This is an optimization exercise on Yosys and OpenROAD, whose aim is small area and a short achievable clock period, not a production implementation.
Only simulation tests tie the RTL to the original design; equivalence was not proved.
No activity file was given, so power comes from the tool's default toggle rates.

nickel:
## ecc_rmw
module ecc_rmw (
    input  wire        clk,
    input  wire        rst,           
    input  wire        in_valid,
    input  wire [71:0] in_rd_cw,      
    input  wire [63:0] in_wdata,      
    input  wire [7:0]  in_wmask,      
    input  wire [7:0]  in_wpar,       
    output reg         out_valid,
    output reg  [63:0] out_rdata,     
    output reg  [7:0]  out_rpar,      
    output reg  [7:0]  out_syndrome,  
    output reg         out_sbe,       
    output reg         out_ded,       
    output reg  [71:0] out_wr_cw,     
    output reg         out_poison     
);
Size in the first run: ~1200 cells after synthesis, ~300 flip-flops, about 0.014 sq mm of cells after synthesis.
==> flow/config.mk <==
export PLATFORM = sky130hd
export DESIGN_NAME = ecc_rmw
export DESIGN_NICKNAME = ecc_rmw
export VERILOG_FILES = /design/flow/design.v
export SDC_FILE = /design/flow/constraint.sdc
export NUM_CORES = 4
export LEC_CHECK = 0
export ABC_CLOCK_PERIOD_IN_PS = 2000
export CAP_MARGIN = 20
export CORE_MARGIN = 2
export CORE_UTILIZATION = 40
export SETUP_SLACK_MARGIN = 3.4
export SLEW_MARGIN = 20
==> flow/constraint.sdc <==
create_clock -name core_clock -period 5.5 [get_ports {clk}]
set_input_delay 1.1000 -clock core_clock [delete_from_list [all_inputs] [get_ports {clk}]]
set_output_delay 1.1000 -clock core_clock [all_outputs]
set_load 0.01 [all_outputs]
standard.sh (not shown) runs the stock make flow with config.mk's settings and CLKGATE_MAP_FILE= SYNTH_SCRIPT=/design/flow/synth_recipe.tcl, a recipe that flattens the netlist after the stock synthesis.
==> flow/flow/run.sh <==
#!/bin/bash
# Standard layout, with plain buffers on the ports instead of ORFS's default choice.
set -euo pipefail
export BUFFER_PORTS_ARGS="-buffer_cell sky130_fd_sc_hd__buf_2"
bash standard.sh > standard.log 2>&1
nickel has completed all stages; timing, DRC and antenna checks passed.
Modified inputs, sierra compared to nickel
- SETUP_SLACK_MARGIN now 3.1, was 3.4
- ABC_CLOCK_PERIOD_IN_PS now 1200, was 2000
sierra has completed all stages; timing, DRC and antenna checks passed.
[compare] base=nickel new=sierra: wire length of the first global-routing pass -about 1.1%; internal power -520 uW; final area -0.0012 sq mm.
sierra against nickel: count of non-CTS inverters in the layout about even, wire length about even, growth of design area from synthesis to finish fell 8.8 points.
In sierra, the final period utilization came out 0.60 points below the value in nickel.
> inputs changed (sierra -> garnet)
- SETUP_SLACK_MARGIN: 3.1 -> 3.25
- ABC_CLOCK_PERIOD_IN_PS: 1200 -> unset
- ABC_AREA: unset -> 1
==> flow/flow/run.sh <==
#!/bin/bash
# Standard layout with plain port buffers, no CTS dummy loads.
set -euo pipefail
export BUFFER_PORTS_ARGS="-buffer_cell sky130_fd_sc_hd__buf_2"
export CTS_ARGS="-sink_clustering_enable -repair_clock_nets -dont_use_dummy_load"
bash standard.sh > standard.log 2>&1
- Looking at uppermost layer routed, the met4 result is from sierra; the met5 one comes from garnet.
- Diff sierra -> garnet | multi-input gate count | up by more than half
- In garnet, fraction of the core area covered by cells at the end of the flow is lower than in sierra.
- Against sierra as the reference, garnet delivers a higher slack of the worst reg-to-reg path.
- [compare] base=sierra new=garnet: part of the total power dissipated in combinational logic now sits lower, number of logic inverters in the finished layout moved up, total power -930 uW.
Inputs modified between garnet and xenon:
- changing SETUP_SLACK_MARGIN from 3.25 to 3.1
- removing ABC_AREA (formerly 1)
==> flow/flow/run.sh <==
#!/bin/bash
# Standard layout with plain port buffers, no CTS dummy loads, and power/area
# recovery of non-critical gates after global routing.
set -euo pipefail
export BUFFER_PORTS_ARGS="-buffer_cell sky130_fd_sc_hd__buf_2"
export CTS_ARGS="-sink_clustering_enable -repair_clock_nets -dont_use_dummy_load"
export RECOVER_POWER=100
bash standard.sh > standard.log 2>&1
Results
- garnet → xenon: time the worst path needs with I/O delays and setup picked up an extra 1140 ps, arrival time of the worst setup path picked up an extra 1180 ps.
- Of garnet and xenon, garnet shows the lower non-clock buffer area fraction after layout, with xenon above it.
- Count of non-CTS buffers in the layout, xenon vs garnet: up by a little under 10%
- Looking at utilization after layout, xenon sits 2.0 points below garnet.
- Overall global routing resource usage in xenon is 1.6 points lower than in garnet
- The group with the largest share of power comes out sequential cells in one run and combinational logic in the other, namely in garnet and xenon respectively.
- Compared xenon vs garnet, and maximum frequency is down in xenon.


Starting RTL as in the previous note.
export LEC_CHECK = 0
export ABC_CLOCK_PERIOD_IN_PS = 2000
export CAP_MARGIN = 20
export CORE_MARGIN = 2
export CORE_UTILIZATION = 40
export CTS_BUF_LIST = sky130_fd_sc_hd__clkbuf_4 sky130_fd_sc_hd__clkbuf_8
export SETUP_SLACK_MARGIN = 3.4
export SLEW_MARGIN = 20
create_clock -name core_clock -period 5.5 [get_ports {clk}]
==> flow/flow/run.sh <==
#!/bin/bash
# Standard layout, with plain buffers on the ports instead of ORFS's default choice.
set -euo pipefail
export BUFFER_PORTS_ARGS="-buffer_cell sky130_fd_sc_hd__buf_1"
bash standard.sh > standard.log 2>&1
Rerun with:
==> flow/flow/run.sh (replaced) <==
#!/bin/bash
# Standard layout, with plain buffers on the ports instead of ORFS's default choice.
set -euo pipefail
export BUFFER_PORTS_ARGS="-buffer_cell sky130_fd_sc_hd__buf_2"
bash standard.sh > standard.log 2>&1
ABC_CLOCK_PERIOD_IN_PS = not set   (was 2000)
CTS_BUF_LIST = not set   (was sky130_fd_sc_hd__clkbuf_4 sky130_fd_sc_hd__clkbuf_8)
SETUP_SLACK_MARGIN = 3.1   (was 3.4)
Worst setup slack gets better by 21 ps.
Synthesized area stays the same.
Routed wire length fell by 2.7%.
Final area is lower by 8.7%.
Die area does not change.
Global-route usage came out lower by 0.86 points.
Clock-buffer cell count is lower by 21.
Total power falls by 8.0%.
Rerun with:
ABC_CLOCK_PERIOD_IN_PS = 2000   (was not set)
Outcome:
- The changed run went through all stages and came out clean
- setup slack is unchanged
- final cell count is unchanged
- register-to-register slack is about the same
- total power does not change
- sequential share of layout area does not change
- area after synthesis is unchanged


Another version of the RTL of ecc_rmw (not shown whole).
For scale: roughly 300 flip-flops, ~310 I/O pins.
export LEC_CHECK = 0
export ABC_AREA = 1
export CAP_MARGIN = 20
export CORE_MARGIN = 2
export CORE_UTILIZATION = 40
export SETUP_SLACK_MARGIN = 3.15
export SLEW_MARGIN = 20
create_clock -name core_clock -period 5.5 [get_ports {clk}]
==> flow/flow/run.sh <==
#!/bin/bash
# Standard layout with plain port buffers, no CTS dummy loads.
set -euo pipefail
export BUFFER_PORTS_ARGS="-buffer_cell sky130_fd_sc_hd__buf_2"
export CTS_ARGS="-sink_clustering_enable -repair_clock_nets -dont_use_dummy_load"
bash standard.sh > standard.log 2>&1
The baseline completed without violations.
Next try:
==> flow/flow/run.sh (replaced) <==
#!/bin/bash
# Standard layout with plain port buffers, no CTS dummy loads.
set -euo pipefail
export BUFFER_PORTS_ARGS="-buffer_cell sky130_fd_sc_hd__buf_1"
export CTS_ARGS="-sink_clustering_enable -repair_clock_nets -dont_use_dummy_load"
bash standard.sh > standard.log 2>&1
SETUP_SLACK_MARGIN = 3.2   (was 3.15)
Count of clock-buffer cells in the layout is unchanged.
Via count drops slightly.
Maximum frequency drops slightly.
Routed wire length drops slightly.
Worst setup slack got worse by 0.041 ns.
Core utilization drops by 0.61 points.
Total power barely changes.
Synthesized area is unchanged.
Next try:
==> flow/flow/run.sh (replaced) <==
#!/bin/bash
# Standard layout with plain port buffers, no CTS dummy loads.
set -euo pipefail
export BUFFER_PORTS_ARGS="-buffer_cell sky130_fd_sc_hd__buf_2"
export CTS_ARGS="-sink_clustering_enable -repair_clock_nets -dont_use_dummy_load"
bash standard.sh > standard.log 2>&1
SETUP_SLACK_MARGIN = 3.1   (was 3.2)
Register-to-register slack hardly moves; synthesized cell count stays the same; final area increases by 0.95%; clock skew stays flat; worst setup slack gains 0.010 ns; global-route usage rises by 0.40 points; synthesized area is unchanged; power is lower by 0.59%.
Next try:
SETUP_SLACK_MARGIN = 3.2   (was 3.1)
The changed run finished with timing, DRC and antenna clean.
Setup slack gets better by 0.094 ns.
Combinational power went up by about 2%.
Utilization went up by 0.44 points.
Final area went up by 0.90%.
Register-to-register slack gets better by 0.08 ns.
Clock power hardly moves.
Clock-buffer cell count is unchanged.
Worst hold slack is about the same.
Power went up by 1.0%.


run 1:
The RTL this note starts from:
==> flow/design.v <==
module ecc_rmw (
    input  wire        clk,
    input  wire        rst,           
    input  wire        in_valid,
    input  wire [71:0] in_rd_cw,      
    input  wire [63:0] in_wdata,      
    input  wire [7:0]  in_wmask,      
    input  wire [7:0]  in_wpar,       
    output reg         out_valid,
    output reg  [63:0] out_rdata,     
    output reg  [7:0]  out_rpar,      
    output reg  [7:0]  out_syndrome,  
    output reg         out_sbe,       
    output reg         out_ded,       
    output reg  [71:0] out_wr_cw,     
    output reg         out_poison     
);
    localparam [511:0] HCOL = 512'hf8c73e3d3b372f1fe0d0c8c4c2c1b0a8a4a2a1989492918c8a898685837068646261585452514c4a49464543383432312c2a292625231c1a191615130e0d0b07;
    localparam [7:0] POISON_MASK = 8'h03;
    function [7:0] check_bits(input [63:0] d);
        integer i;
        begin
            check_bits = 8'h00;
            for (i = 0; i < 64; i = i + 1)
                if (d[i])
                    check_bits = check_bits ^ HCOL[8*i +: 8];
        end
    endfunction
    integer k;
    wire [7:0] in_syn = check_bits(in_rd_cw[63:0]) ^ in_rd_cw[71:64];
    reg [7:0] in_wpar_err;
    always @(*) begin
        for (k = 0; k < 8; k = k + 1)
            in_wpar_err[k] = in_wmask[k] && ((^in_wdata[8*k +: 8]) == in_wpar[k]);
    end
    reg        s0_valid;
    reg [63:0] s0_rd_data;
    reg [7:0]  s0_syn;
    reg [63:0] s0_wdata;
    reg [7:0]  s0_wmask;
    reg        s0_wpar_err;
    always @(posedge clk) begin
        if (rst) begin
            s0_valid <= 1'b0;
        end else begin
            s0_valid <= in_valid;
        end
        s0_rd_data  <= in_rd_cw[63:0];
        s0_syn      <= in_syn;
        s0_wdata    <= in_wdata;
        s0_wmask    <= in_wmask;
        s0_wpar_err <= |in_wpar_err;
    end
    reg [63:0] flip_data;
    reg [7:0]  flip_check;
    always @(*) begin
        for (k = 0; k < 64; k = k + 1)
            flip_data[k] = (s0_syn == HCOL[8*k +: 8]);
        for (k = 0; k < 8; k = k + 1)
            flip_check[k] = (s0_syn == (8'h01 << k));
    end
    wire sbe = (|flip_data) | (|flip_check);
    wire ded = (s0_syn != 8'h00) && !sbe;
    wire [63:0] corr_data = s0_rd_data ^ flip_data;
    reg [7:0] corr_par;
    always @(*) begin
        for (k = 0; k < 8; k = k + 1)
            corr_par[k] = ~^corr_data[8*k +: 8];
    end
    reg [63:0] merged;
    reg [63:0] premerged;
    reg [7:0]  kept_flip;    
    always @(*) begin
        for (k = 0; k < 8; k = k + 1) begin
            merged[8*k +: 8]    = s0_wmask[k] ? s0_wdata[8*k +: 8] : corr_data[8*k +: 8];
            premerged[8*k +: 8] = s0_wmask[k] ? s0_wdata[8*k +: 8] : s0_rd_data[8*k +: 8];
            kept_flip[k]        = !s0_wmask[k] && (|flip_data[8*k +: 8]);
        end
    end
    wire need_read = (s0_wmask != 8'hff);
    wire poison    = (need_read && ded) || s0_wpar_err;
    wire [7:0] new_check = check_bits(premerged)
                         ^ ((|kept_flip) ? s0_syn : 8'h00)
                         ^ (poison ? POISON_MASK : 8'h00);
    always @(posedge clk) begin
        if (rst) begin
            out_valid <= 1'b0;
        end else begin
            out_valid <= s0_valid;
        end
        out_rdata    <= corr_data;
        out_rpar     <= corr_par;
        out_syndrome <= s0_syn;
        out_sbe      <= sbe;
        out_ded      <= ded;
        out_wr_cw    <= {new_check, merged};
        out_poison   <= poison;
    end
endmodule
export LEC_CHECK = 0
export ABC_CLOCK_PERIOD_IN_PS = 2500
export CAP_MARGIN = 20
export CORE_MARGIN = 2
export CORE_UTILIZATION = 40
export SETUP_SLACK_MARGIN = 3.0
export SLEW_MARGIN = 20
create_clock -name core_clock -period 5.5 [get_ports {clk}]
==> flow/flow/run.sh <==
#!/bin/bash
# Standard layout, with plain buffers on the ports instead of ORFS's default choice.
set -euo pipefail
export BUFFER_PORTS_ARGS="-buffer_cell sky130_fd_sc_hd__buf_2"
bash standard.sh > standard.log 2>&1
Run 1 finished every stage and its layout cleared the timing, DRC and antenna checks.
## Diff of input files: run 2 against run 1
# run 1
export LEC_CHECK = 0
export ABC_CLOCK_PERIOD_IN_PS = 2500
export CAP_MARGIN = 20
export CORE_MARGIN = 2
export CORE_UTILIZATION = 40
export SETUP_SLACK_MARGIN = 3.0
export SLEW_MARGIN = 20
create_clock -name core_clock -period 5.5 [get_ports {clk}]
# run 2
export LEC_CHECK = 0
export CAP_MARGIN = 20
export CORE_MARGIN = 2
export CORE_UTILIZATION = 40
export SLEW_MARGIN = 20
create_clock -name core_clock -period 5.5 [get_ports {clk}]
==> flow/run.sh (new file) <==
#!/bin/bash
# synth_recipe.tcl (not shown) runs the flow's synth.tcl, then flattens the netlist and writes it again
# the make line also repeats each setting of config.mk as NAME=value (left out here)
make -C /OpenROAD-flow-scripts/flow DESIGN_CONFIG=/design/flow/config.mk WORK_HOME=/design/flow/orfs CLKGATE_MAP_FILE= SYNTH_SCRIPT=/design/flow/synth_recipe.tcl finish
removed: flow/flow/run.sh
removed: flow/standard.sh
### Flow results
Compared with run 1, in run 2 cell count -71; first-iteration DRC count up 21%; number of buffers and inverters on the critical path decreased by 2 relative to the old numbers. In run 2 the combinational power turned out 19% lower than in run 1. In the metrics for run 1 and run 2, the one carrying the lower clock tree skew after final layout is run 1.
### run 2 -> run 3
# run 2
export LEC_CHECK = 0
export CAP_MARGIN = 20
export CORE_MARGIN = 2
export CORE_UTILIZATION = 40
export SLEW_MARGIN = 20
create_clock -name core_clock -period 5.5 [get_ports {clk}]
# run 3
export LEC_CHECK = 0
export ABC_CLOCK_PERIOD_IN_PS = 2500
export CAP_MARGIN = 20
export CORE_MARGIN = 2
export CORE_UTILIZATION = 40
export SETUP_SLACK_MARGIN = 3.0
export SLEW_MARGIN = 20
create_clock -name core_clock -period 5.5 [get_ports {clk}]
- Diff run 3 and run 2: setup slack higher in run 3
- Of the two values seen for timing startpoint of the critical path, s0_syn[2] was produced by run 3 and s0_syn[5] by run 2.
- Changes observed in run 3 relative to run 2: share of cell area taken by flip-flops and latches has decreased; part of the power in combinational logic has increased; non-clock buffer count has increased; cell area has increased; standby leakage power has increased.
- Count of placed standard cells including taps of run 2 is on par with run 3.

## re-timing with driven ports
The flow's constraints put no driver on any port. The routed layouts listed below were extracted and timed again, unchanged, in two steps.
Step 1 (the two cells are an assumption about what drives the block):
set clk [get_ports {clk}]
set_driving_cell -lib_cell sky130_fd_sc_hd__clkbuf_16 $clk
set_driving_cell -lib_cell sky130_fd_sc_hd__buf_2 [delete_from_list [all_inputs] $clk]
Step 2 times the ports against the registers' clock, not the clock port: input delays grow and output delays shrink by t, the midpoint of the rising clock arrivals with the driver on.
Slacks: ideal ports / drivers / drivers and shift; pairs: ideal ports / drivers.
run | t (ns) | slack for setup (ns) | worst register clock-pin slew, ns | worst slew at a driven data input, ns
nickel | 0.571 | 3.024 / 3.024 / 2.850 | 0.07 / 0.07 | 0.06
sierra | 0.610 | 3.057 / 3.057 / 2.632 | 0.07 / 0.07 | 0.06
garnet | 0.552 | 3.282 / 3.278 / 2.768 | 0.06 / 0.06 | 0.06
xenon | 0.608 | 2.139 / 2.139 / 2.139 | 0.06 / 0.06 | 0.06
the first run of note 2 | 0.639 | 3.035 / 3.035 / 2.759 | 0.08 / 0.08 | 0.06
the second run of note 2 | 0.610 | 3.057 / 3.057 / 2.632 | 0.07 / 0.07 | 0.06
the third run of note 2 | 0.610 | 3.057 / 3.057 / 2.632 | 0.07 / 0.07 | 0.06
the first run of note 3 | 0.605 | 3.227 / 3.249 / 2.653 | 0.06 / 0.06 | 0.06
the second run of note 3 | 0.614 | 3.186 / 3.214 / 2.602 | 0.07 / 0.07 | 0.08
the third run of note 3 | 0.605 | 3.196 / 3.229 / 2.624 | 0.06 / 0.06 | 0.06
the fourth run of note 3 | 0.607 | 3.290 / 3.242 / 2.714 | 0.06 / 0.06 | 0.06
run 1 | 0.558 | 2.876 / 2.876 / 2.642 | 0.07 / 0.07 | 0.06
run 2 | 0.552 | 1.833 / 1.833 / 1.833 | 0.07 / 0.07 | 0.07
run 3 | 0.559 | 2.942 / 2.942 / 2.487 | 0.06 / 0.06 | 0.07
After both steps every run listed still meets setup and hold. The setup slack of the second run of note 3, which loses most, moves by +0.028 ns with the drivers and by -0.584 ns with both steps.
